Context: an optimization exercise on an open-source flow, tuned for small area and a short achievable clock period. The choices shown serve that exercise and are no tape-out recipe. Function was checked by simulation only, so behaviour that the tests miss may differ from the original.

Design bobbin, start of the top module:
module bobbin (
    input  wire        clk,
    input  wire        rst,           
    input  wire        restart,       
    input  wire        snag_release,  
    input  wire [10:0] prog_len,      
    input  wire [23:0] wdog_limit,    
    input  wire [4:0]  self_id,       
    input  wire [31:0] time_ns,       
    input  wire [14:0] ev_in,         
    input  wire        tick_us,       
    output wire [9:0]  imem_addr,
    input  wire [31:0] imem_data,
    output wire [11:0] dmem_addr,
    output wire        dmem_re,
    output wire [3:0]  dmem_we,
    output wire [31:0] dmem_wdata,
    input  wire [31:0] dmem_rdata,
    output wire [6:0]  port_addr,
    output wire        port_re,
    output wire        port_we,
    output wire [31:0] port_wdata,
    input  wire [31:0] port_rdata,
    output wire [2:0]  state,
    output wire [1:0]  snag_code
);
    localparam [2:0] S_STOPPED = 3'd0, S_IDLE = 3'd2, S_RUN = 3'd3, S_SNAG = 3'd4;
    localparam [1:0] C_NONE = 2'd0, C_ILLEGAL = 2'd1, C_RANGE = 2'd2, C_WDOG = 2'd3;
    localparam [5:0] OP_NOP = 6'h01, OP_ADD = 6'h02, OP_SUB = 6'h03, OP_ADDS = 6'h04,
                     OP_SUBS = 6'h05, OP_AND = 6'h06, OP_OR = 6'h07, OP_XOR = 6'h08,
                     OP_SHL = 6'h09, OP_SHR = 6'h0A, OP_ASR = 6'h0B, OP_MUL = 6'h0C,
                     OP_MULH = 6'h0D, OP_MULHU = 6'h0E, OP_MULSH = 6'h0F, OP_DIVU = 6'h10,
                     OP_DIVS = 6'h11, OP_SQRTU = 6'h12, OP_MIN = 6'h13, OP_MAX = 6'h14,
                     OP_SLT = 6'h15, OP_SLTU = 6'h16, OP_ABS = 6'h17, OP_CLAMP = 6'h18,
  ...
clock: 22.0 ns
lec_check: 0
abc_area: 1
cap_margin: 20
core_margin: 2
core_utilization: 30
place_density: 0.45
slew_margin: 20
tns_end_percent: 2
standard.sh (not shown) runs the stock make flow with config.mk's settings and CLKGATE_MAP_FILE= SYNTH_SCRIPT=/design/flow/synth_recipe.tcl, a recipe that flattens the netlist after the stock synthesis.
==> flow/flow/run.sh <==
#!/bin/bash
# Own flow: the standard layout (standard.sh) unchanged, except that
#  - the port buffers that the standard flow inserts on every input and
#    output are buf_4 cells instead of the default delay buffer.
# The synthesis is the standard one. Each make run's full output goes to a
# log file in this folder; the tools' own logs stay under orfs/logs/.
set -euo pipefail
bash standard.sh synth > log_1_synth.txt 2>&1
bash standard.sh SETUP_SLACK_MARGIN=8 "BUFFER_PORTS_ARGS=-buffer_cell sky130_fd_sc_hd__buf_4" finish > log_2_layout.txt 2>&1
Edit:
--- a/flow/flow/run.sh
+++ b/flow/flow/run.sh
@@ -7,3 +7,3 @@
 set -euo pipefail
 bash standard.sh synth > log_1_synth.txt 2>&1
-bash standard.sh SETUP_SLACK_MARGIN=8 "BUFFER_PORTS_ARGS=-buffer_cell sky130_fd_sc_hd__buf_4" finish > log_2_layout.txt 2>&1
+bash standard.sh SETUP_SLACK_MARGIN=7 "BUFFER_PORTS_ARGS=-buffer_cell sky130_fd_sc_hd__buf_4" finish > log_2_layout.txt 2>&1
Result: The changed run went through all stages and came out clean. Final area shrinks by a few percent. Via count falls slightly. Die area does not change. Worst hold slack is better by 0.0060 ns. Area after synthesis does not change. Setup slack got worse by 0.76 ns. Sequential share of layout area increases by 0.78 points. Global-route usage went down by 1.1 points.
Edit:
--- a/flow/flow/run.sh
+++ b/flow/flow/run.sh
@@ -7,3 +7,3 @@
 set -euo pipefail
 bash standard.sh synth > log_1_synth.txt 2>&1
-bash standard.sh SETUP_SLACK_MARGIN=7 "BUFFER_PORTS_ARGS=-buffer_cell sky130_fd_sc_hd__buf_4" finish > log_2_layout.txt 2>&1
+bash standard.sh SETUP_SLACK_MARGIN=9 "BUFFER_PORTS_ARGS=-buffer_cell sky130_fd_sc_hd__buf_4" finish > log_2_layout.txt 2>&1
Settings changed: TNS_END_PERCENT 2 to 3.
Non-clock buffer count went up by 323.
Clock-buffer cell count does not change.
Final area went up by roughly a tenth.
Routed wire length went up by a few percent.

==> re-timing with driven ports <==
How much do the figures lean on ideal ports? The routed layouts below were timed once more, with nothing changed but the port constraints.
Step 1, drivers: a clkbuf_16 drives clk and a buf_2 each remaining input, both assumed.
Step 2 adds t to the input delays and takes it off the output delays; t is the mean of the earliest and latest rising clock arrival at the registers after step 1. Input paths then give back, and output paths get back, about the clock's delay inside the block.
Slacks: no drivers / after step 1 / after step 2; pairs: no drivers / after step 1.
run	t, ns	slack for setup (ns)	hold WS [ns]	cell pins on the clock port's net
the first run	0.853	7.928 / 7.719 / 6.928	0.471 / 0.471 / 0.471	1
the second run	0.859	7.166 / 6.977 / 6.297	0.477 / 0.477 / 0.477	1
the third run	0.859	8.225 / 7.996 / 7.337	0.476 / 0.476 / 0.476	1
After both steps every run listed still meets setup and hold. For the first run, which loses most, drivers alone change the setup slack by -0.209 ns; drivers and shift together by -1.000 ns.
